What follows belongs to an exercise in optimizing a design on an open flow for small area, a short achievable clock period and few clock cycles; a production flow would make more cautious choices. In this exercise RTL edits were held to simulation tests only and were not proved equivalent to the original.

===== flow/standard.sh =====
#!/bin/bash
# synth_recipe.tcl (not shown) runs the flow's synth.tcl, then flattens the netlist and writes it again
# the make line also repeats each setting of config.mk as NAME=value (left out here)
make -C /OpenROAD-flow-scripts/flow DESIGN_CONFIG=/design/flow/config.mk WORK_HOME=/design/flow/orfs CLKGATE_MAP_FILE= SYNTH_SCRIPT=/design/flow/synth_recipe.tcl "${@:-finish}"

===== flow/flow/run.sh =====
#!/bin/bash
set -o pipefail
export BUFFER_PORTS_ARGS="-buffer_cell sky130_fd_sc_hd__buf_1"
bash standard.sh finish > standard_flow.log 2>&1
status=$?
echo "standard.sh exit status $status"
exit $status

===== flow/constraint.sdc =====
create_clock -name core_clock -period 10.0 [get_ports {clk}]
set_input_delay 2.0000 -clock core_clock [delete_from_list [all_inputs] [get_ports {clk}]]
set_output_delay 2.0000 -clock core_clock [all_outputs]
set_load 0.01 [all_outputs]

===== flow/config.mk =====
export PLATFORM = sky130hd
export DESIGN_NAME = ite_cmac
export DESIGN_NICKNAME = ite_cmac
export VERILOG_FILES = /design/flow/design.v
export SDC_FILE = /design/flow/constraint.sdc
export NUM_CORES = 4
export LEC_CHECK = 0
export CAP_MARGIN = 20
export CELL_PAD_IN_SITES_DETAIL_PLACEMENT = 0
export CELL_PAD_IN_SITES_GLOBAL_PLACEMENT = 0
export CORE_MARGIN = 2
export CORE_UTILIZATION = 50
export PLACE_DENSITY = 0.65
export SETUP_SLACK_MARGIN = 3.5
export SLEW_MARGIN = 20
export SYNTH_HIERARCHICAL = 1

===== flow/design.v =====
module aes_sbox (
    input  wire [7:0] a,
    output wire [7:0] y
);
    wire U0 = a[7], U1 = a[6], U2 = a[5], U3 = a[4];
    wire U4 = a[3], U5 = a[2], U6 = a[1], U7 = a[0];
    wire T1, T2, T3, T4, T5, T6, T7, T8, T9, T10, T11, T12;
    wire T13, T14, T15, T16, T17, T18, T19, T20, T21, T22, T23, T24;
    wire T25, T26, T27, M1, M2, M3, M4, M5, M6, M7, M8, M9;
    wire M10, M11, M12, M13, M14, M15, M16, M17, M18, M19, M20, M21;
    wire M22, M23, M24, M25, M26, M27, M28, M29, M30, M31, M32, M33;
    wire M34, M35, M36, M37, M38, M39, M40, M41, M42, M43, M44, M45;
    wire M46, M47, M48, M49, M50, M51, M52, M53, M54, M55, M56, M57;
    wire M58, M59, M60, M61, M62, M63, L0, L1, L2, L3, L4, L5;
    wire L6, L7, L8, L9, L10, L11, L12, L13, L14, L15, L16, L17;
    wire L18, L19, L20, L21, L22, L23, L24, L25, L26, L27, L28, L29;
    sbg_xor2 g_T1 (.a(U0), .b(U3), .y(T1));
    sbg_xor2 g_T2 (.a(U0), .b(U5), .y(T2));
    sbg_xor2 g_T3 (.a(U0), .b(U6), .y(T3));
    sbg_xor2 g_T4 (.a(U3), .b(U5), .y(T4));
    sbg_xor2 g_T5 (.a(U4), .b(U6), .y(T5));
    sbg_xor2 g_T6 (.a(T1), .b(T5), .y(T6));
    sbg_xor2 g_T7 (.a(U1), .b(U2), .y(T7));
    sbg_xor2 g_T8 (.a(U7), .b(T6), .y(T8));
    sbg_xor2 g_T9 (.a(U7), .b(T7), .y(T9));
    sbg_xor2 g_T10 (.a(T6), .b(T7), .y(T10));
    sbg_xor2 g_T11 (.a(U1), .b(U5), .y(T11));
    sbg_xor2 g_T12 (.a(U2), .b(U5), .y(T12));
    sbg_xor2 g_T13 (.a(T3), .b(T4), .y(T13));
    sbg_xor2 g_T14 (.a(T6), .b(T11), .y(T14));
    sbg_xor2 g_T15 (.a(T5), .b(T11), .y(T15));
    sbg_xor2 g_T16 (.a(T5), .b(T12), .y(T16));
    sbg_xor2 g_T17 (.a(T9), .b(T16), .y(T17));
    sbg_xor2 g_T18 (.a(U3), .b(U7), .y(T18));
    sbg_xor2 g_T19 (.a(T7), .b(T18), .y(T19));
    sbg_xor2 g_T20 (.a(T1), .b(T19), .y(T20));
    sbg_xor2 g_T21 (.a(U6), .b(U7), .y(T21));
    sbg_xor2 g_T22 (.a(T7), .b(T21), .y(T22));
    sbg_xor2 g_T23 (.a(T2), .b(T22), .y(T23));
    sbg_xor2 g_T24 (.a(T2), .b(T10), .y(T24));
    sbg_xor2 g_T25 (.a(T20), .b(T17), .y(T25));
    sbg_xor2 g_T26 (.a(T3), .b(T16), .y(T26));
    sbg_xor2 g_T27 (.a(T1), .b(T12), .y(T27));
    sbg_nand2 g_M1 (.a(T13), .b(T6), .y(M1));
    sbg_nand2 g_M2 (.a(T23), .b(T8), .y(M2));
    sbg_xnor2 g_M3 (.a(T14), .b(M1), .y(M3));
    sbg_nand2 g_M4 (.a(T19), .b(U7), .y(M4));
    sbg_xor2 g_M5 (.a(M4), .b(M1), .y(M5));
    sbg_nand2 g_M6 (.a(T3), .b(T16), .y(M6));
    sbg_nand2 g_M7 (.a(T22), .b(T9), .y(M7));
    sbg_xnor2 g_M8 (.a(T26), .b(M6), .y(M8));
    sbg_nand2 g_M9 (.a(T20), .b(T17), .y(M9));
    sbg_xor2 g_M10 (.a(M9), .b(M6), .y(M10));
    sbg_nand2 g_M11 (.a(T1), .b(T15), .y(M11));
    sbg_nand2 g_M12 (.a(T4), .b(T27), .y(M12));
    sbg_xor2 g_M13 (.a(M12), .b(M11), .y(M13));
    sbg_nand2 g_M14 (.a(T2), .b(T10), .y(M14));
    sbg_xor2 g_M15 (.a(M14), .b(M11), .y(M15));
    sbg_xnor2 g_M16 (.a(M3), .b(M2), .y(M16));
    sbg_xor2 g_M17 (.a(M5), .b(T24), .y(M17));
    sbg_xnor2 g_M18 (.a(M8), .b(M7), .y(M18));
    sbg_xor2 g_M19 (.a(M10), .b(M15), .y(M19));
    sbg_xor2 g_M20 (.a(M16), .b(M13), .y(M20));
    sbg_xor2 g_M21 (.a(M17), .b(M15), .y(M21));
    sbg_xor2 g_M22 (.a(M18), .b(M13), .y(M22));
    sbg_xor2 g_M23 (.a(M19), .b(T25), .y(M23));
    sbg_xor2 g_M24 (.a(M22), .b(M23), .y(M24));
    sbg_nand2 g_M25 (.a(M22), .b(M20), .y(M25));
    sbg_xnor2 g_M26 (.a(M21), .b(M25), .y(M26));
    sbg_xor2 g_M27 (.a(M20), .b(M21), .y(M27));
    sbg_xnor2 g_M28 (.a(M23), .b(M25), .y(M28));
    sbg_nand2 g_M29 (.a(M28), .b(M27), .y(M29));
    sbg_nand2 g_M30 (.a(M26), .b(M24), .y(M30));
    sbg_nand2 g_M31 (.a(M20), .b(M23), .y(M31));
    sbg_nand2b g_M32 (.an(M31), .b(M27), .y(M32));
    sbg_xnor2 g_M33 (.a(M27), .b(M25), .y(M33));
    sbg_nand2 g_M34 (.a(M21), .b(M22), .y(M34));
    sbg_nand2b g_M35 (.an(M34), .b(M24), .y(M35));
    sbg_xnor2 g_M36 (.a(M24), .b(M25), .y(M36));
    sbg_xnor2 g_M37 (.a(M21), .b(M29), .y(M37));
    sbg_xnor2 g_M38 (.a(M32), .b(M33), .y(M38));
    sbg_xnor2 g_M39 (.a(M23), .b(M30), .y(M39));
    sbg_xnor2 g_M40 (.a(M35), .b(M36), .y(M40));
    sbg_xor2 g_M41 (.a(M38), .b(M40), .y(M41));
    sbg_xor2 g_M42 (.a(M37), .b(M39), .y(M42));
    sbg_xor2 g_M43 (.a(M37), .b(M38), .y(M43));
    sbg_xor2 g_M44 (.a(M39), .b(M40), .y(M44));
    sbg_xor2 g_M45 (.a(M42), .b(M41), .y(M45));
    sbg_nand2 g_M46 (.a(M44), .b(T6), .y(M46));
    sbg_nand2 g_M47 (.a(M40), .b(T8), .y(M47));
    sbg_nand2 g_M48 (.a(M39), .b(U7), .y(M48));
    sbg_nand2 g_M49 (.a(M43), .b(T16), .y(M49));
    sbg_nand2 g_M50 (.a(M38), .b(T9), .y(M50));
    sbg_nand2 g_M51 (.a(M37), .b(T17), .y(M51));
    sbg_nand2 g_M52 (.a(M42), .b(T15), .y(M52));
    sbg_nand2 g_M53 (.a(M45), .b(T27), .y(M53));
    sbg_nand2 g_M54 (.a(M41), .b(T10), .y(M54));
    sbg_nand2 g_M55 (.a(M44), .b(T13), .y(M55));
    sbg_nand2 g_M56 (.a(M40), .b(T23), .y(M56));
    sbg_nand2 g_M57 (.a(M39), .b(T19), .y(M57));
    sbg_nand2 g_M58 (.a(M43), .b(T3), .y(M58));
    sbg_nand2 g_M59 (.a(M38), .b(T22), .y(M59));
    sbg_nand2 g_M60 (.a(M37), .b(T20), .y(M60));
    sbg_nand2 g_M61 (.a(M42), .b(T1), .y(M61));
    sbg_nand2 g_M62 (.a(M45), .b(T4), .y(M62));
    sbg_nand2 g_M63 (.a(M41), .b(T2), .y(M63));
    sbg_xor2 g_L0 (.a(M61), .b(M62), .y(L0));
    sbg_xor2 g_L1 (.a(M50), .b(M56), .y(L1));
    sbg_xor2 g_L2 (.a(M46), .b(M48), .y(L2));
    sbg_xor2 g_L3 (.a(M47), .b(M55), .y(L3));
    sbg_xor2 g_L4 (.a(M54), .b(M58), .y(L4));
    sbg_xor2 g_L5 (.a(M49), .b(M61), .y(L5));
    sbg_xnor2 g_L6 (.a(M62), .b(L5), .y(L6));
    sbg_xnor2 g_L7 (.a(M46), .b(L3), .y(L7));
    sbg_xor2 g_L8 (.a(M51), .b(M59), .y(L8));
    sbg_xor2 g_L9 (.a(M52), .b(M53), .y(L9));
    sbg_xnor2 g_L10 (.a(M53), .b(L4), .y(L10));
    sbg_xnor2 g_L11 (.a(M60), .b(L2), .y(L11));
    sbg_xor2 g_L12 (.a(M48), .b(M51), .y(L12));
    sbg_xnor2 g_L13 (.a(M50), .b(L0), .y(L13));
    sbg_xor2 g_L14 (.a(M52), .b(M61), .y(L14));
    sbg_xnor2 g_L15 (.a(M55), .b(L1), .y(L15));
    sbg_xnor2 g_L16 (.a(M56), .b(L0), .y(L16));
    sbg_xnor2 g_L17 (.a(M57), .b(L1), .y(L17));
    sbg_xnor2 g_L18 (.a(M58), .b(L8), .y(L18));
    sbg_xnor2 g_L19 (.a(M63), .b(L4), .y(L19));
    sbg_xor2 g_L20 (.a(L0), .b(L1), .y(L20));
    sbg_xor2 g_L21 (.a(L1), .b(L7), .y(L21));
    sbg_xor2 g_L22 (.a(L3), .b(L12), .y(L22));
    sbg_xor2 g_L23 (.a(L18), .b(L2), .y(L23));
    sbg_xor2 g_L24 (.a(L15), .b(L9), .y(L24));
    sbg_xor2 g_L25 (.a(L6), .b(L10), .y(L25));
    sbg_xor2 g_L26 (.a(L7), .b(L9), .y(L26));
    sbg_xor2 g_L27 (.a(L8), .b(L10), .y(L27));
    sbg_xor2 g_L28 (.a(L11), .b(L14), .y(L28));
    sbg_xor2 g_L29 (.a(L11), .b(L17), .y(L29));
    sbg_xor2 g_y7 (.a(L6), .b(L24), .y(y[7]));
    sbg_xnor2 g_y6 (.a(L16), .b(L26), .y(y[6]));
    sbg_xnor2 g_y5 (.a(L19), .b(L28), .y(y[5]));
    sbg_xor2 g_y4 (.a(L6), .b(L21), .y(y[4]));
    sbg_xor2 g_y3 (.a(L20), .b(L22), .y(y[3]));
    sbg_xor2 g_y2 (.a(L25), .b(L29), .y(y[2]));
    sbg_xnor2 g_y1 (.a(L13), .b(L27), .y(y[1]));
    sbg_xnor2 g_y0 (.a(L6), .b(L23), .y(y[0]));
endmodule
module sbg_xor2 (input wire a, input wire b, output wire y);
    assign y = a ^ b;
endmodule
module sbg_xnor2 (input wire a, input wire b, output wire y);
    assign y = ~(a ^ b);
endmodule
module sbg_nand2 (input wire a, input wire b, output wire y);
    assign y = ~(a & b);
endmodule
module sbg_nand2b (input wire an, input wire b, output wire y);
    assign y = ~(~an & b);
endmodule
module sbg_aoi222 (input wire a, input wire b, input wire c, input wire d,
                   input wire e, input wire f, output wire y);
    assign y = ~((a & b) | (c & d) | (e & f));
endmodule
module xor8 (input wire [7:0] a, input wire [7:0] b, output wire [7:0] y);
    genvar i;
    generate
        for (i = 0; i < 8; i = i + 1) begin : g
            sbg_xor2 u (.a(a[i]), .b(b[i]), .y(y[i]));
        end
    endgenerate
endmodule
module xtime8 (input wire [7:0] a, output wire [7:0] y);
    assign y[0] = a[7];
    sbg_xor2 u1 (.a(a[0]), .b(a[7]), .y(y[1]));
    assign y[2] = a[1];
    sbg_xor2 u3 (.a(a[2]), .b(a[7]), .y(y[3]));
    sbg_xor2 u4 (.a(a[3]), .b(a[7]), .y(y[4]));
    assign y[7:5] = a[6:4];
endmodule
module sbg_aoi22 (input wire a, input wire b, input wire c, input wire d, output wire y);
    assign y = ~((a & b) | (c & d));
endmodule
module sbg_mux2 (input wire a, input wire b, input wire s, output wire y);
    assign y = s ? b : a;
endmodule
module sbg_ao22 (input wire a, input wire b, input wire c, input wire d, output wire y);
    assign y = (a & b) | (c & d);
endmodule
module aes_sbox_fast (
    input  wire [7:0] a,
    output wire [7:0] y
);
    wire U0 = a[7], U1 = a[6], U2 = a[5], U3 = a[4];
    wire U4 = a[3], U5 = a[2], U6 = a[1], U7 = a[0];
    wire T1, T2, T3, T4, T5, T6, T7, T8, T9, T10, T11, T12;
    wire T13, T14, T15, T16, T17, T18, T19, T20, T21, T22, T23, T24;
    wire T25, T26, T27, M1, M2, M3, M4, M5, M6, M7, M8, M9;
    wire M10, M11, M12, M13, M14, M15, M16, M17, M18, M19, M20, M21;
    wire M22, M23, M24, M25, M26, M27, M28, M29, M30, M31, M32, M33;
    wire M34, M35, M36, M37, M38, M39, M40, F1, F2, F3, F4, F5;
    wire F6, F7, F8, F9, F10, F11, F12, F13, F14, F15, F16, F17;
    wire F18, F19, F20, F21, F22, F23, F24, F25, F26, F27, F28, F29;
    wire F30, P0_0, P0_1, P0_2, P0_3, Q0_0, Q0_1, P1_0, P1_1, P1_2, P1_3, Q1_0;
    wire Q1_1, P2_0, P2_1, P2_2, P2_3, Q2_0, Q2_1, P3_0, P3_1, P3_2, P3_3, Q3_0;
    wire Q3_1, P4_0, P4_1, P4_2, P4_3, Q4_0, Q4_1, P5_0, P5_1, P5_2, P5_3, Q5_0;
    wire Q5_1, P6_0, P6_1, P6_2, P6_3, Q6_0, Q6_1, P7_0, P7_1, P7_2, P7_3, Q7_0;
    wire Q7_1;
    sbg_xor2 g_T1 (.a(U0), .b(U3), .y(T1));
    sbg_xor2 g_T2 (.a(U0), .b(U5), .y(T2));
    sbg_xor2 g_T3 (.a(U0), .b(U6), .y(T3));
    sbg_xor2 g_T4 (.a(U3), .b(U5), .y(T4));
    sbg_xor2 g_T5 (.a(U4), .b(U6), .y(T5));
    sbg_xor2 g_T6 (.a(T1), .b(T5), .y(T6));
    sbg_xor2 g_T7 (.a(U1), .b(U2), .y(T7));
    sbg_xor2 g_T8 (.a(U7), .b(T6), .y(T8));
    sbg_xor2 g_T9 (.a(U7), .b(T7), .y(T9));
    sbg_xor2 g_T10 (.a(T6), .b(T7), .y(T10));
    sbg_xor2 g_T11 (.a(U1), .b(U5), .y(T11));
    sbg_xor2 g_T12 (.a(U2), .b(U5), .y(T12));
    sbg_xor2 g_T13 (.a(T3), .b(T4), .y(T13));
    sbg_xor2 g_T14 (.a(T6), .b(T11), .y(T14));
    sbg_xor2 g_T15 (.a(T5), .b(T11), .y(T15));
    sbg_xor2 g_T16 (.a(T5), .b(T12), .y(T16));
    sbg_xor2 g_T17 (.a(T9), .b(T16), .y(T17));
    sbg_xor2 g_T18 (.a(U3), .b(U7), .y(T18));
    sbg_xor2 g_T19 (.a(T7), .b(T18), .y(T19));
    sbg_xor2 g_T20 (.a(T1), .b(T19), .y(T20));
    sbg_xor2 g_T21 (.a(U6), .b(U7), .y(T21));
    sbg_xor2 g_T22 (.a(T7), .b(T21), .y(T22));
    sbg_xor2 g_T23 (.a(T2), .b(T22), .y(T23));
    sbg_xor2 g_T24 (.a(T2), .b(T10), .y(T24));
    sbg_xor2 g_T25 (.a(T20), .b(T17), .y(T25));
    sbg_xor2 g_T26 (.a(T3), .b(T16), .y(T26));
    sbg_xor2 g_T27 (.a(T1), .b(T12), .y(T27));
    sbg_nand2 g_M1 (.a(T13), .b(T6), .y(M1));
    sbg_nand2 g_M2 (.a(T23), .b(T8), .y(M2));
    sbg_xnor2 g_M3 (.a(T14), .b(M1), .y(M3));
    sbg_nand2 g_M4 (.a(T19), .b(U7), .y(M4));
    sbg_xor2 g_M5 (.a(M4), .b(M1), .y(M5));
    sbg_nand2 g_M6 (.a(T3), .b(T16), .y(M6));
    sbg_nand2 g_M7 (.a(T22), .b(T9), .y(M7));
    sbg_xnor2 g_M8 (.a(T26), .b(M6), .y(M8));
    sbg_nand2 g_M9 (.a(T20), .b(T17), .y(M9));
    sbg_xor2 g_M10 (.a(M9), .b(M6), .y(M10));
    sbg_nand2 g_M11 (.a(T1), .b(T15), .y(M11));
    sbg_nand2 g_M12 (.a(T4), .b(T27), .y(M12));
    sbg_xor2 g_M13 (.a(M12), .b(M11), .y(M13));
    sbg_nand2 g_M14 (.a(T2), .b(T10), .y(M14));
    sbg_xor2 g_M15 (.a(M14), .b(M11), .y(M15));
    sbg_xnor2 g_M16 (.a(M3), .b(M2), .y(M16));
    sbg_xor2 g_M17 (.a(M5), .b(T24), .y(M17));
    sbg_xnor2 g_M18 (.a(M8), .b(M7), .y(M18));
    sbg_xor2 g_M19 (.a(M10), .b(M15), .y(M19));
    sbg_xor2 g_M20 (.a(M16), .b(M13), .y(M20));
    sbg_xor2 g_M21 (.a(M17), .b(M15), .y(M21));
    sbg_xor2 g_M22 (.a(M18), .b(M13), .y(M22));
    sbg_xor2 g_M23 (.a(M19), .b(T25), .y(M23));
    sbg_xor2 g_M24 (.a(M22), .b(M23), .y(M24));
    sbg_nand2 g_M25 (.a(M22), .b(M20), .y(M25));
    sbg_xnor2 g_M26 (.a(M21), .b(M25), .y(M26));
    sbg_xor2 g_M27 (.a(M20), .b(M21), .y(M27));
    sbg_xnor2 g_M28 (.a(M23), .b(M25), .y(M28));
    sbg_nand2 g_M29 (.a(M28), .b(M27), .y(M29));
    sbg_nand2 g_M30 (.a(M26), .b(M24), .y(M30));
    sbg_nand2 g_M31 (.a(M20), .b(M23), .y(M31));
    sbg_nand2b g_M32 (.an(M31), .b(M27), .y(M32));
    sbg_xnor2 g_M33 (.a(M27), .b(M25), .y(M33));
    sbg_nand2 g_M34 (.a(M21), .b(M22), .y(M34));
    sbg_nand2b g_M35 (.an(M34), .b(M24), .y(M35));
    sbg_xnor2 g_M36 (.a(M24), .b(M25), .y(M36));
    sbg_xnor2 g_M37 (.a(M21), .b(M29), .y(M37));
    sbg_xnor2 g_M38 (.a(M32), .b(M33), .y(M38));
    sbg_xnor2 g_M39 (.a(M23), .b(M30), .y(M39));
    sbg_xnor2 g_M40 (.a(M35), .b(M36), .y(M40));
    sbg_xor2 g_F1 (.a(U0), .b(U2), .y(F1));
    sbg_xor2 g_F2 (.a(U1), .b(U3), .y(F2));
    sbg_xor2 g_F3 (.a(U2), .b(U3), .y(F3));
    sbg_xor2 g_F4 (.a(U0), .b(U4), .y(F4));
    sbg_xor2 g_F5 (.a(U0), .b(F2), .y(F5));
    sbg_xor2 g_F6 (.a(T7), .b(F4), .y(F6));
    sbg_xor2 g_F7 (.a(U1), .b(T12), .y(F7));
    sbg_xor2 g_F8 (.a(T2), .b(T7), .y(F8));
    sbg_xor2 g_F9 (.a(T5), .b(F1), .y(F9));
    sbg_xor2 g_F10 (.a(T5), .b(F2), .y(F10));
    sbg_xor2 g_F11 (.a(T2), .b(T5), .y(F11));
    sbg_xor2 g_F12 (.a(U7), .b(T11), .y(F12));
    sbg_xor2 g_F13 (.a(U3), .b(T21), .y(F13));
    sbg_xor2 g_F14 (.a(T12), .b(T21), .y(F14));
    sbg_xor2 g_F15 (.a(T4), .b(F6), .y(F15));
    sbg_xor2 g_F16 (.a(T6), .b(F6), .y(F16));
    sbg_xor2 g_F17 (.a(U0), .b(F10), .y(F17));
    sbg_xor2 g_F18 (.a(T6), .b(F7), .y(F18));
    sbg_xor2 g_F19 (.a(U7), .b(F5), .y(F19));
    sbg_xor2 g_F20 (.a(U5), .b(T19), .y(F20));
    sbg_xor2 g_F21 (.a(T6), .b(F14), .y(F21));
    sbg_xor2 g_F22 (.a(F10), .b(F14), .y(F22));
    sbg_xor2 g_F23 (.a(T9), .b(F9), .y(F23));
    sbg_xor2 g_F24 (.a(U7), .b(F10), .y(F24));
    sbg_xor2 g_F25 (.a(T19), .b(F9), .y(F25));
    sbg_xor2 g_F26 (.a(U1), .b(F14), .y(F26));
    sbg_xor2 g_F27 (.a(U7), .b(T13), .y(F27));
    sbg_xor2 g_F28 (.a(T9), .b(F11), .y(F28));
    sbg_xor2 g_F29 (.a(F10), .b(F12), .y(F29));
    sbg_xor2 g_F30 (.a(U0), .b(F22), .y(F30));
    sbg_nand2 g_P0_0 (.a(M37), .b(F26), .y(P0_0));
    sbg_nand2 g_P0_1 (.a(M38), .b(F25), .y(P0_1));
    sbg_nand2 g_P0_2 (.a(M39), .b(F29), .y(P0_2));
    sbg_nand2 g_P0_3 (.a(M40), .b(F11), .y(P0_3));
    sbg_xor2 g_Q0_0 (.a(P0_0), .b(P0_1), .y(Q0_0));
    sbg_xor2 g_Q0_1 (.a(P0_2), .b(P0_3), .y(Q0_1));
    sbg_xnor2 g_y0 (.a(Q0_0), .b(Q0_1), .y(y[0]));
    sbg_nand2 g_P1_0 (.a(M37), .b(F30), .y(P1_0));
    sbg_nand2 g_P1_1 (.a(M38), .b(F17), .y(P1_1));
    sbg_nand2 g_P1_2 (.a(M39), .b(F3), .y(P1_2));
    sbg_nand2 g_P1_3 (.a(M40), .b(F10), .y(P1_3));
    sbg_xor2 g_Q1_0 (.a(P1_0), .b(P1_1), .y(Q1_0));
    sbg_xor2 g_Q1_1 (.a(P1_2), .b(P1_3), .y(Q1_1));
    sbg_xnor2 g_y1 (.a(Q1_0), .b(Q1_1), .y(y[1]));
    sbg_nand2 g_P2_0 (.a(M37), .b(F22), .y(P2_0));
    sbg_nand2 g_P2_1 (.a(M38), .b(F27), .y(P2_1));
    sbg_nand2 g_P2_2 (.a(M39), .b(F17), .y(P2_2));
    sbg_nand2 g_P2_3 (.a(M40), .b(F14), .y(P2_3));
    sbg_xor2 g_Q2_0 (.a(P2_0), .b(P2_1), .y(Q2_0));
    sbg_xor2 g_Q2_1 (.a(P2_2), .b(P2_3), .y(Q2_1));
    sbg_xor2 g_y2 (.a(Q2_0), .b(Q2_1), .y(y[2]));
    sbg_nand2 g_P3_0 (.a(M37), .b(F23), .y(P3_0));
    sbg_nand2 g_P3_1 (.a(M38), .b(F20), .y(P3_1));
    sbg_nand2 g_P3_2 (.a(M39), .b(F13), .y(P3_2));
    sbg_nand2 g_P3_3 (.a(M40), .b(F18), .y(P3_3));
    sbg_xor2 g_Q3_0 (.a(P3_0), .b(P3_1), .y(Q3_0));
    sbg_xor2 g_Q3_1 (.a(P3_2), .b(P3_3), .y(Q3_1));
    sbg_xor2 g_y3 (.a(Q3_0), .b(Q3_1), .y(y[3]));
    sbg_nand2 g_P4_0 (.a(M37), .b(F9), .y(P4_0));
    sbg_nand2 g_P4_1 (.a(M38), .b(F24), .y(P4_1));
    sbg_nand2 g_P4_2 (.a(M39), .b(F4), .y(P4_2));
    sbg_nand2 g_P4_3 (.a(M40), .b(F7), .y(P4_3));
    sbg_xor2 g_Q4_0 (.a(P4_0), .b(P4_1), .y(Q4_0));
    sbg_xor2 g_Q4_1 (.a(P4_2), .b(P4_3), .y(Q4_1));
    sbg_xor2 g_y4 (.a(Q4_0), .b(Q4_1), .y(y[4]));
    sbg_nand2 g_P5_0 (.a(M37), .b(F21), .y(P5_0));
    sbg_nand2 g_P5_1 (.a(M38), .b(F15), .y(P5_1));
    sbg_nand2 g_P5_2 (.a(M39), .b(F12), .y(P5_2));
    sbg_nand2 g_P5_3 (.a(M40), .b(F8), .y(P5_3));
    sbg_xor2 g_Q5_0 (.a(P5_0), .b(P5_1), .y(Q5_0));
    sbg_xor2 g_Q5_1 (.a(P5_2), .b(P5_3), .y(Q5_1));
    sbg_xnor2 g_y5 (.a(Q5_0), .b(Q5_1), .y(y[5]));
    sbg_nand2 g_P6_0 (.a(M37), .b(T24), .y(P6_0));
    sbg_nand2 g_P6_1 (.a(M38), .b(F1), .y(P6_1));
    sbg_nand2 g_P6_2 (.a(M39), .b(F16), .y(P6_2));
    sbg_nand2 g_P6_3 (.a(M40), .b(F5), .y(P6_3));
    sbg_xor2 g_Q6_0 (.a(P6_0), .b(P6_1), .y(Q6_0));
    sbg_xor2 g_Q6_1 (.a(P6_2), .b(P6_3), .y(Q6_1));
    sbg_xnor2 g_y6 (.a(Q6_0), .b(Q6_1), .y(y[6]));
    sbg_nand2 g_P7_0 (.a(M37), .b(F2), .y(P7_0));
    sbg_nand2 g_P7_1 (.a(M38), .b(F28), .y(P7_1));
    sbg_nand2 g_P7_2 (.a(M39), .b(F6), .y(P7_2));
    sbg_nand2 g_P7_3 (.a(M40), .b(F19), .y(P7_3));
    sbg_xor2 g_Q7_0 (.a(P7_0), .b(P7_1), .y(Q7_0));
    sbg_xor2 g_Q7_1 (.a(P7_2), .b(P7_3), .y(Q7_1));
    sbg_xor2 g_y7 (.a(Q7_0), .b(Q7_1), .y(y[7]));
endmodule
module ite_cmac (
    input  wire         clk,
    input  wire         rst,
    output reg          ready,
    input  wire         key_load,
    input  wire [255:0] key,
    output reg          kcv_valid,
    output wire [23:0]  kcv,
    input  wire         msg_start,
    input  wire [15:0]  tenant,
    input  wire [15:0]  ns,
    input  wire [63:0]  lba,
    input  wire [31:0]  zgen,
    input  wire [31:0]  key_id,
    input  wire         blk_valid,
    output reg          blk_ready,
    input  wire [127:0] blk_data,
    output reg          tag_valid,
    output wire [127:0] tag
);
    localparam [1:0] K_L   = 2'd0,     
                     K_KCV = 2'd1,     
                     K_MSG = 2'd2;     
    reg          busy;         
    reg          waiting;      
    reg          kstart;       
    reg          kcap;         
    reg          k1start;      
    reg  [1:0]   kind;
    reg  [3:0]   rnd;          
    reg          last;         
    reg  [8:0]   blk;          
    reg  [127:0] state;        
    reg  [255:0] key_r;        
    reg  [255:0] kw;           
    reg  [127:0] k1;           
    reg  [31:0]  kid;          
    function [7:0] xtime;
        input [7:0] b;
        xtime = {b[6:0], 1'b0} ^ (b[7] ? 8'h1b : 8'h00);
    endfunction
    function [15:0] le16;
        input [15:0] v;
        le16 = {v[7:0], v[15:8]};
    endfunction
    function [31:0] le32;
        input [31:0] v;
        le32 = {v[7:0], v[15:8], v[23:16], v[31:24]};
    endfunction
    function [63:0] le64;
        input [63:0] v;
        le64 = {le32(v[31:0]), le32(v[63:32])};
    endfunction
    genvar g;
    wire [31:0] kw_last = kw[31:0];
    wire [31:0] kw_sub;
    aes_sbox u_ks0 (.a(kw_last[31:24]), .y(kw_sub[31:24]));
    aes_sbox u_ks1 (.a(kw_last[23:16]), .y(kw_sub[23:16]));
    aes_sbox u_ks2 (.a(kw_last[15:8]),  .y(kw_sub[15:8]));
    aes_sbox u_ks3 (.a(kw_last[7:0]),   .y(kw_sub[7:0]));
    reg [7:0] rcon;
    always @(*) begin
        case (rnd[3:1])
            3'd0:    rcon = 8'h01;    
            3'd1:    rcon = 8'h02;    
            3'd2:    rcon = 8'h04;
            3'd3:    rcon = 8'h08;
            3'd4:    rcon = 8'h10;
            3'd5:    rcon = 8'h20;
            default: rcon = 8'h40;    
        endcase
    end
    wire [31:0] kt  = rnd[0] ? ({kw_sub[23:0], kw_sub[31:24]} ^ {rcon, 24'h0}) : kw_sub;
    wire [31:0] p1  = kw[255:224] ^ kw[223:192];
    wire [31:0] p2  = p1 ^ kw[191:160];
    wire [31:0] p3  = p2 ^ kw[159:128];
    wire [127:0] kw_nx;
    generate
        for (g = 0; g < 32; g = g + 1) begin : g_nw
            sbg_xor2 u_n0 (.a(kw[224+g]), .b(kt[g]), .y(kw_nx[96+g]));
            sbg_xor2 u_n1 (.a(p1[g]),     .b(kt[g]), .y(kw_nx[64+g]));
            sbg_xor2 u_n2 (.a(p2[g]),     .b(kt[g]), .y(kw_nx[32+g]));
            sbg_xor2 u_n3 (.a(p3[g]),     .b(kt[g]), .y(kw_nx[g]));
        end
    endgenerate
    wire [127:0] rk_cur = kw[127:0];
    wire [127:0] rk0    = key_r[255:128];
    wire [127:0] sb;
    generate
        for (g = 0; g < 16; g = g + 1) begin : g_sb
            aes_sbox_fast u_sb (.a(state[127-8*g -: 8]), .y(sb[127-8*g -: 8]));
        end
    endgenerate
    wire [127:0] sr;
    genvar c, r;
    generate
        for (c = 0; c < 4; c = c + 1) begin : g_sr_c
            for (r = 0; r < 4; r = r + 1) begin : g_sr_r
                assign sr[127-8*(4*c+r) -: 8] = sb[127-8*(4*((c+r)%4)+r) -: 8];
            end
        end
    endgenerate
    wire [127:0] mc;
    generate
        for (c = 0; c < 4; c = c + 1) begin : g_mc
            wire [7:0] a0 = sr[127-32*c    -: 8];
            wire [7:0] a1 = sr[127-32*c-8  -: 8];
            wire [7:0] a2 = sr[127-32*c-16 -: 8];
            wire [7:0] a3 = sr[127-32*c-24 -: 8];
            wire [7:0] s01, s12, s23, s30, u0, u1, u2, u3, x0, x1, x2, x3;
            xor8   u_s01 (.a(a0), .b(a1), .y(s01));
            xor8   u_s12 (.a(a1), .b(a2), .y(s12));
            xor8   u_s23 (.a(a2), .b(a3), .y(s23));
            xor8   u_s30 (.a(a3), .b(a0), .y(s30));
            xor8   u_u0  (.a(a1), .b(s23), .y(u0));
            xor8   u_u1  (.a(a2), .b(s30), .y(u1));
            xor8   u_u2  (.a(a3), .b(s01), .y(u2));
            xor8   u_u3  (.a(a0), .b(s12), .y(u3));
            xtime8 u_x0  (.a(s01), .y(x0));
            xtime8 u_x1  (.a(s12), .y(x1));
            xtime8 u_x2  (.a(s23), .y(x2));
            xtime8 u_x3  (.a(s30), .y(x3));
            xor8   u_m0  (.a(u0), .b(x0), .y(mc[127-32*c    -: 8]));
            xor8   u_m1  (.a(u1), .b(x1), .y(mc[127-32*c-8  -: 8]));
            xor8   u_m2  (.a(u2), .b(x2), .y(mc[127-32*c-16 -: 8]));
            xor8   u_m3  (.a(u3), .b(x3), .y(mc[127-32*c-24 -: 8]));
        end
    endgenerate
    wire [127:0] hdr0 = {le16(tenant), le16(ns), le64(lba), le32(zgen)};
    wire [127:0] hdr1 = {le32(kid), 96'h0};
    wire msg_blk_end = busy && last && (kind == K_MSG);
    wire want_data   = waiting || (msg_blk_end && (blk != 9'd0) && (blk != 9'd257));
    wire take_data   = want_data && blk_valid;
    wire take_hdr1   = msg_blk_end && (blk == 9'd0);
    wire take_hdr0   = ready && !key_load && msg_start;
    wire last_data   = (blk == 9'd256);    
    wire         x_en   = take_hdr0 || take_hdr1 || take_data || kstart || k1start;
    wire         k1_sel = k1start || (take_data && last_data);
    wire         sel_mc = busy && !last;
    wire         sel_sr = busy && last;
    wire [127:0] n_rk, n_rk0, n_k1, n_in, z_1, z_2, z_add;
    wire [127:0] y_n, state_nx;
    generate
        for (g = 0; g < 128; g = g + 1) begin : g_nx
            sbg_nand2 u_a (.a(busy),   .b(rk_cur[g]), .y(n_rk[g]));
            sbg_nand2 u_b (.a(x_en),   .b(rk0[g]),    .y(n_rk0[g]));
            sbg_nand2 u_c (.a(k1_sel), .b(k1[g]),     .y(n_k1[g]));
            sbg_xor2 u_z1 (.a(n_rk[g]), .b(n_rk0[g]), .y(z_1[g]));
            sbg_xor2 u_z2 (.a(z_1[g]),  .b(n_k1[g]),  .y(z_2[g]));
            sbg_aoi222 u_y (.a(sel_mc), .b(mc[g]), .c(sel_sr), .d(sr[g]),
                            .e(waiting), .f(state[g]), .y(y_n[g]));
            if (g >= 96) begin : g_h1
                sbg_aoi222 u_d (.a(take_hdr0), .b(hdr0[g]), .c(take_data), .d(blk_data[g]),
                                .e(take_hdr1), .f(hdr1[g]), .y(n_in[g]));
                sbg_xor2   u_z3 (.a(z_2[g]),  .b(n_in[g]),  .y(z_add[g]));
                sbg_xnor2  u_z  (.a(y_n[g]), .b(z_add[g]), .y(state_nx[g]));
            end else begin : g_h0
                sbg_ao22   u_d (.a(take_hdr0), .b(hdr0[g]), .c(take_data), .d(blk_data[g]),
                                .y(n_in[g]));
                sbg_xor2   u_z3 (.a(z_2[g]),  .b(n_in[g]),  .y(z_add[g]));
                sbg_xor2   u_z  (.a(y_n[g]), .b(z_add[g]), .y(state_nx[g]));
            end
        end
    endgenerate
    wire kw_reload = !busy || last;
    wire kw_keep   = !kw_reload;
    wire [127:0] L_dbl = {state[126:0], 1'b0} ^ (state[127] ? 128'h87 : 128'h0);
    wire [255:0] kw_in = {kw[127:0], kw_nx};
    wire [255:0] kw_d;
    generate
        for (g = 0; g < 256; g = g + 1) begin : g_kw
            sbg_ao22 u_m (.a(kw_in[g]), .b(kw_keep), .c(key_r[g]), .d(kw_reload), .y(kw_d[g]));
        end
    endgenerate
    assign tag = state;
    assign kcv = {state[111:104], state[119:112], state[127:120]};
    always @(posedge clk) begin
        state <= state_nx;
        kw    <= kw_d;
        if (ready && key_load) key_r <= key;
        if (take_hdr0) kid <= key_id;
        if (kcap) k1 <= L_dbl;
    end
    always @(posedge clk) begin
        if (rst) begin
            ready     <= 1'b1;
            busy      <= 1'b0;
            waiting   <= 1'b0;
            kstart    <= 1'b0;
            kcap      <= 1'b0;
            k1start   <= 1'b0;
            kind      <= K_L;
            rnd       <= 4'd1;
            last      <= 1'b0;
            blk       <= 9'd0;
            blk_ready <= 1'b0;
            kcv_valid <= 1'b0;
            tag_valid <= 1'b0;
        end else begin
            kcv_valid <= 1'b0;
            tag_valid <= 1'b0;
            kstart    <= 1'b0;
            kcap      <= 1'b0;
            k1start   <= kcap;
            if (ready && key_load) begin
                ready  <= 1'b0;
                kstart <= 1'b1;
            end else if (take_hdr0) begin
                ready <= 1'b0;
                busy  <= 1'b1;
                kind  <= K_MSG;
                blk   <= 9'd0;
                rnd   <= 4'd1;
                last  <= 1'b0;
            end
            if (kstart || k1start) begin
                busy <= 1'b1;
                kind <= kstart ? K_L : K_KCV;
                rnd  <= 4'd1;
                last <= 1'b0;
            end
            if (waiting && blk_valid) begin
                waiting   <= 1'b0;
                blk       <= blk + 9'd1;
                blk_ready <= 1'b0;
                busy      <= 1'b1;
                rnd       <= 4'd1;
                last      <= 1'b0;
            end
            if (busy) begin
                if (!last) begin
                    rnd  <= rnd + 4'd1;
                    last <= (rnd == 4'd13);
                    if (rnd == 4'd13 && kind == K_MSG && blk != 9'd0 && blk != 9'd257)
                        blk_ready <= 1'b1;
                end else begin
                    rnd  <= 4'd1;
                    last <= 1'b0;
                    case (kind)
                        K_L: begin
                            busy <= 1'b0;
                            kcap <= 1'b1;
                        end
                        K_KCV: begin
                            busy      <= 1'b0;
                            kcv_valid <= 1'b1;
                            ready     <= 1'b1;
                        end
                        default: begin
                            if (blk == 9'd257) begin
                                busy      <= 1'b0;
                                tag_valid <= 1'b1;
                                ready     <= 1'b1;
                            end else begin
                                if (blk == 9'd0) begin
                                    blk <= 9'd1;
                                end else if (blk_valid) begin
                                    blk       <= blk + 9'd1;
                                    blk_ready <= 1'b0;
                                end else begin
                                    busy    <= 1'b0;
                                    waiting <= 1'b1;
                                end
                            end
                        end
                    endcase
                end
            end
        end
    end
endmodule

==> flow_summary.ini, run 1 <==
[global_route]
gr-total-overflow = 0
grt_start_max_net_pins = 202
gr-usage-all-layers_pct = 32.1
grt_pass1_vias = 45200
grt_first_pass_wirelength_mm = 301
antenna_found_initial = 1

[critical_path]
crit_end = state[42]
required_ns = 10.55
critical_path_class = reg2reg
end_kind = flop
cp-startpoint = state[60]
rrSetupSlack_ns = 3.75
cp_max_fo = 9
reg2reg_from = state[60]
reg2reg_depth = 18
arrival_ns = 6.81
start_kind = flop
timing.rr.end = state[42]

[synth]
synth_top_cell_by_area = xor2_1
synth.most_common_cell = xor2_1
synth-seq-cells = 825
synth_top_area_share_pct = 40.4
async_reset_ff_share_pct = 0
syn_inst = 6291
synth_edf_count = 416
yosys_warnings = 7
ys_top_cells_by_count = xor2_1 (2,841), nand2_1 (1,263), edfxtp_1 (416)
synth_area_um2 = 61600
muxShareOfSynthArea_pct = 0.507
synth_nets = 6845
synth_fa_ha_area_share_pct = 0.101
yosys.area_share.xor_xnor_pct = 46.0
synthTopCellsByArea = xor2_1 (40%), edfxtp_1 (20%), dfxtp_1 (13%), nand2_1 (7.7%), xnor2_1 (5.6%)
ys_types = 50
seq_area_frac_synth_pct = 33.5
synth_compound_area_share_pct = 8.10
postSynthAreaPerCell_um2 = 9.80
synth_ff_type = edfxtp_1
yosys.area_share.simple_pct = 8.83
synth_top_family_by_area = XOR/XNOR gates

[timing]
finalCriticalPeriod_ns = 6.25
hold_viol_final = 0
grt_setup_unrepaired = false
finalMaxSlewViolations = 0
max_slew_margin_pct = 19.2
tightest_slew_ns = 1.21
fmax_mhz = 160
setup-violations-final = 0
setup_ws_ns = 3.75
fin_crit_sh_pct = 62.5
clock_skew_ns = 0.0393
setup_tns_ns = 0

[floorplan]
core_um2 = 122000
ios = 705
num_rows = 128
start_util_pct = 50.5
dieHeight_um = 355
die_area_um2 = 126000
die_w_um = 355

[drt]
vias = 46800
totalWireLength_mm = 211
drtIter0Drc = 5205
wl_per_cell_um = 24.5
drc_errors = 0
vias_per_cell = 5.44
ant_nets = 0
first_pass_iters = 10

[clock_tree]
clock_latency_ns = 0.71
cts_max_level = 3
path_clk_slew_ns = 0.06
numCtsBuffers = 93
cts.sinks = 825
clk_path_buf_depth = 3
tritoncts = yes
cts_root_buf = clkbuf_16

[placed_design]
port_buffers = 704
placed_area_um2 = 65100
dp_hpwl_mm = 162
routabilityCongestion = 0.978
place_ws_ns = 2.80

[layout]
areaGrowthSynthToFinish_pct = 12.8
fin_area_um2 = 69600
drive_gt1_share_pct = 6.28
nNetsFinal = 7452

[worst_hold_path]
hold_class = reg2reg

[run]
cap_violations = 0

[outcome]
status = no timing/DRC/antenna violations
## per-layer routing
metal,vias to the layer above,GRT usage [%],wire length (um)
li1,21900,-,-
met1,22800,44.2,91200
met2,1784,50.6,95600
met3,289,4.70,14800
met4,0,12.5,9070
met5,-,0,0
## per-stage QoR
step	hold WS, ns	instances	util (%)
finish	0.455	8604	57.0
global route	0.467	8603	57.0
CTS	0.455	8603	56.2
detailed placement	0.443	8428	53.3
global placement	0.441	8428	53.3
floorplan	0.436	6291	-
## registers in the layout (all words and copies together) (netlist names)
| signal | cells |
|---|---|
| blk | 9 |
| blk_ready | 1 |
| busy | 1 |
| k1 | 128 |
| k1start | 1 |
| kcap | 1 |
| kcv_valid | 1 |
| key_r | 256 |
| kid | 32 |
| kind | 2 |
| kstart | 1 |
| kw | 256 |
| last | 1 |
| ready | 1 |
| rnd | 4 |
| state | 128 |
| tag_valid | 1 |
| waiting | 1 |
## per-module statistics from Yosys, one instance, submodules excluded, a selection
module,times used,cell area [um2],flip-flops and latches
ite_cmac,1,24000,825
sbg_ao22,352,8.76,0
sbg_aoi222,160,10.0,0
sbg_nand2,1248,3.75,0
sbg_nand2b,40,6.26,0
sbg_xnor2,392,8.76,0
sbg_xor2,2736,8.76,0
xtime8,16,37.5,0
## worst min-delay path by stage
stage	start	endpoint	slack [ns]	depth (start not counted)
global route	key_r[96]	kw[96]	0.47	1
floorplan	key_r[0]	kw[0]	0.44	1
global placement	key_r[9]	kw[9]	0.44	1
CTS	key_r[41]	kw[41]	0.45	1
finish	key_r[9]	kw[9]	0.45	1
detailed placement	key_r[9]	kw[9]	0.44	1
## area by class of cell
| cell class | instances | area, um2 |
|---|---|---|
| multi-input combinational | 5214 | 40500 |
| timing repair buffer | 758 | 3090 |
| inverter | 6 | 37.5 |
| tap | 1625 | 2030 |
| clock buffer | 124 | 2550 |
| fill | 10900 | 52500 |
| clock inverter | 51 | 584 |
| sequential | 825 | 20700 |
| antenna | 1 | 2.50 |
## cells in the final DEF (no fill, tap or decap), types with 5 or more instances in the layout
cell type	instances
xor2_1	2748
nand2_1	1263
buf_1	704
edfxtp_1	416
dfxtp_1	381
a22o_1	352
xnor2_1	327
a222oi_1	160
clkbuf_16	93
xor2_2	84
xnor2_2	68
buf_4	51
nand2b_1	41
nor2_1	27
mux2_2	26
dfxtp_2	25
clkbuf_1	20
a21oi_1	19
clkinv_2	14
clkbuf_8	11
nand3_1	10
xor2_4	9
clkinv_4	8
nor3_1	7
clkinv_1	7
bufinv_16	7
nor4_1	6
o21ai_0	6
clkinvlp_4	6
ha_1	5
## what timing repair did
item,4_1_cts,5_1_grt
endpoints found under the setup margin,113,172
pin swaps,0,2
hold buffers,0,0
buffers inserted,0,0
gates resized for setup,50,149
## logic make-up after synthesis
family | Yosys count
flip-flops | 825
AO/OA/AOI/OAI | 561
AND/OR/NAND/NOR | 1384
multiplexers | 28
buffers and inverters | 252
adder cells (fa/ha/maj) | 5
XOR/XNOR | 3236
## critical path: stages, from the launching register on
cell and delay, ns:
dfxtp_1 0.61, xor2_1 0.48, xor2_2 0.45, xor2_1 0.25, nand2_1 0.09, xor2_1 0.26
xor2_1 0.21, xor2_1 0.44, xnor2_1 0.19, nand2_1 0.09, xnor2_1 0.66, nand2_1 0.16
xor2_1 0.20, xor2_1 0.64, xor2_1 0.36, xor2_1 0.22, xor2_1 0.36, a222oi_1 0.22
xor2_1 0.21
Testbench counts, summed over its fixed seeds: cycles 115,872.
==> run 2: changes to the inputs <==
--- a/flow/config.mk
+++ b/flow/config.mk
@@ -13,3 +13,3 @@
 export PLACE_DENSITY = 0.65
-export SETUP_SLACK_MARGIN = 3.5
+export SETUP_SLACK_MARGIN = 4.0
 export SLEW_MARGIN = 20
==> run 2 against run 1 <==
Effect of this change: register-to-register slack improved by 0.44 ns; synthesized cell count unchanged; first-iteration DRC count up 2.5%; via count up 0.67%; worst hold slack hardly changed; global-route usage up 0.20 points; area after synthesis unchanged; largest cell class unchanged.
==> flow_summary.ini, run 2 <==
[outcome]
status = no timing/DRC/antenna violations

[drt]
vias = 47100
drtIter0Drc = 5335
first_pass_iters = 8
totalWireLength_mm = 212
vias_per_cell = 5.45
drc_errors = 0
wl_per_cell_um = 24.6
ant_nets = 0

[layout]
reg.largest.list = key_r: 256 flops, kw: 256 flops
final_common_cell = xor2_1
areaGrowthSynthToFinish_pct = 16.8
fillers = 10700
nNetsFinal = 7489
drive_gt1_share_pct = 10.0
fin_area_um2 = 72000
layout_common_cells = xor2_1 (2,620), nand2_1 (1,263), buf_1 (704), edfxtp_1 (416), a22o_1 (352)

[synth]
synth.most_common_cell = xor2_1
ys_top_cells_by_count = xor2_1 (2,841), nand2_1 (1,263), edfxtp_1 (416)
synth_edf_count = 416
async_reset_ff_share_pct = 0
synth_top_area_share_pct = 40.4
seq_area_frac_synth_pct = 33.5
synth-seq-cells = 825
synth_top_cell_by_area = xor2_1
ys_types = 50
synth_nets = 6845
yosys_warnings = 7
synth_ff_type = edfxtp_1
postSynthAreaPerCell_um2 = 9.80
syn_inst = 6291
synth_area_um2 = 61600
synthTopCellsByArea = xor2_1 (40%), edfxtp_1 (20%), dfxtp_1 (13%), nand2_1 (7.7%), xnor2_1 (5.6%)

[timing]
finalMaxSlewViolations = 0
setup-violations-final = 0
setup_tns_ns = 0
hold_ws_ns = 0.454
tightest_slew_ns = 1.07
fmax_mhz = 170
finalCriticalPeriod_ns = 5.89
fin_crit_sh_pct = 58.9
clock_skew_ns = 0.0375
hold_viol_final = 0
max_slew_margin_pct = 29.0
setup_ws_ns = 4.11
grt_setup_unrepaired = true

[critical_path]
cp-startpoint = blk_valid
path_common_cell = xor2_1
cp_max_fo = 57
crit_chain = buf_1 -> nand2_1 -> o21ai_4 -> buf_4 -> or3_4 -> buf_4 -> nand2_1 -> xor2_1 -> xor2_1 -> xor2_1 -> xor2_1
arrival_ns = 6.45
path_buf_inv = 3
required_ns = 10.56
crit_family = buffers and inverters
cp_slowest_cell = xor2_1
critical_path_class = in2reg
rrSetupSlack_ns = 4.19
end_kind = flop
crit_cells = 11
start_kind = input pin
max_stage_delay_ns = 0.86
crit_end = state[84]
reg2reg_from = state[37]
reg2reg_depth = 18
timing.rr.end = state[21]

[floorplan]
ios = 705
dieHeight_um = 355
start_util_pct = 50.5
num_rows = 128
core_um2 = 122000
die_area_um2 = 126000
die_w_um = 355

[placed_design]
port_buffers = 704
place_ws_ns = 2.80
dp_hpwl_mm = 162
routabilityCongestion = 0.978
placed_area_um2 = 65100

[clock_tree]
path_clk_slew_ns = 0.06
clock_latency_ns = 0.71
numCtsBuffers = 93
cts_max_level = 3
cts.sinks = 825
cts_hold_buf = 0
cts_root_buf = clkbuf_16
clk_path_buf_depth = 3
tritoncts = yes

[global_route]
grt_first_pass_wirelength_mm = 302
grt_pass1_vias = 45500
antenna_found_initial = 3
gr-usage-all-layers_pct = 32.3
gr-total-overflow = 0
grt_start_max_net_pins = 202

[worst_hold_path]
hold_class = reg2reg
min-delay-start = key_r[114]

[run]
cap_violations = 0
run 2: cell count changes in the layout (fill, tap and decap cells not counted), moves of 2 or more:
cell,delta
xor2_2,+72
xnor2_4,+15
a21oi_2,-2
xor2_4,+56
dfxtp_2,+59
xnor2_2,+25
buf_12,+3
dfxtp_1,-59
xnor2_1,-40
buf_4,+34
a21oi_4,+2
xor2_1,-128
run 2: cell families (layout without fill, tap and decap cells):
group / Yosys count / after routing / synth area share [%]
AO/OA/AOI/OAI: 561 / 561 / 8.10
XOR/XNOR: 3236 / 3236 / 46.0
adder cells (fa/ha/maj): 5 / 5 / 0.101
buffers and inverters: 252 / 976 / 2.95
flip-flops: 825 / 825 / 33.5
multiplexers: 28 / 28 / 0.507
other: 0 / 2 / 0
AND/OR/NAND/NOR: 1384 / 1384 / 8.83
run 2: worst min-delay path by stage:
| stage | cells past startpoint | endpoint |
|---|---|---|
| final | 1 | kw[114] |
| after floorplan | 1 | kw[0] |
| after global routing | 1 | kw[96] |
| after CTS | 1 | kw[41] |
| after global placement | 1 | kw[9] |
| after detailed placement | 1 | kw[9] |
run 2: timing repair:
item	4_1_cts	5_1_grt
endpoints found under the setup margin	194	256
resized for setup	217	282
setup buffers	2	35
pin swaps	4	37
run 2: layer usage:
metal  track usage, %  wire (um)
met2             50.9      97100
met1             44.2      90800
met5                0         13
met4             13.1       9450
met3             5.04      15100
run 2: cell type report:
type,count,area [um2],area share (%)
Inverter,6,37.5,0.0521
Clock buffer,124,2550,3.55
Tap cell,1625,2030,2.82
Timing Repair Buffer,795,3400,4.72
Clock inverter,51,584,0.811
Sequential cell,825,20800,28.9
Multi-Input combinational cell,5214,42600,59.2
Antenna cell,2,5.00,0.00695
run 2: stage by stage:
stage | cells | util [%]
CTS | 8605 | 57.1
floorplan | 6291 | -
global placement | 8428 | 53.3
detailed placement | 8428 | 53.3
finish | 8642 | 59.0
global route | 8640 | 59.0
run 2: worst reg2reg max path, cell delays in order, from the launching register on:
cell and delay (ns):
dfxtp_1 0.63, xor2_1 0.47, xor2_1 0.32, xor2_1 0.25, nand2_1 0.10, xor2_1 0.20
xor2_1 0.20, xor2_1 0.46, xor2_1 0.33, xnor2_1 0.17, xnor2_2 0.37, nand2_1 0.13
xor2_1 0.18, xnor2_1 0.49, xor2_1 0.30, xor2_1 0.26, xor2_1 0.14, a222oi_1 0.54
xor2_1 0.12
run 2: Yosys stat by module, one instance, submodules excluded, excerpt:
module      copies in the design  area, um2  flip-flops and latches  cells
sbg_xor2                    2736       8.76                       0      1
xtime8                        16       37.5                       0      5
sbg_ao22                     352       8.76                       0      1
sbg_aoi222                   160       10.0                       0      1
sbg_xnor2                    392       8.76                       0      1
sbg_nand2b                    40       6.26                       0      1
sbg_nand2                   1248       3.75                       0      1

## separate check: timing with driven ports
No port has a modelled driver above. Below, the same layouts with a new extraction and two added sets of constraints.
Step 1: set_driving_cell puts a clkbuf_16 on clk and a buf_2 on each other input, an assumption about the parent block.
Step 2 also shifts input and output timing later by t, the mid clock arrival at the registers, as if the neighbouring blocks saw the same clock.
a / b / c = ideal / step 1 / step 2; a / b = the first two.
run	t (ns)	slack for setup (ns)	cell pins on the clock port's net
run 1	0.766	3.746 / 3.746 / 3.235	1
run 2	0.766	4.109 / 4.164 / 3.398	1
After both steps every run listed still meets setup and hold. For run 2, which loses most, drivers alone change the setup slack by +0.055 ns; drivers and shift together by -0.711 ns.
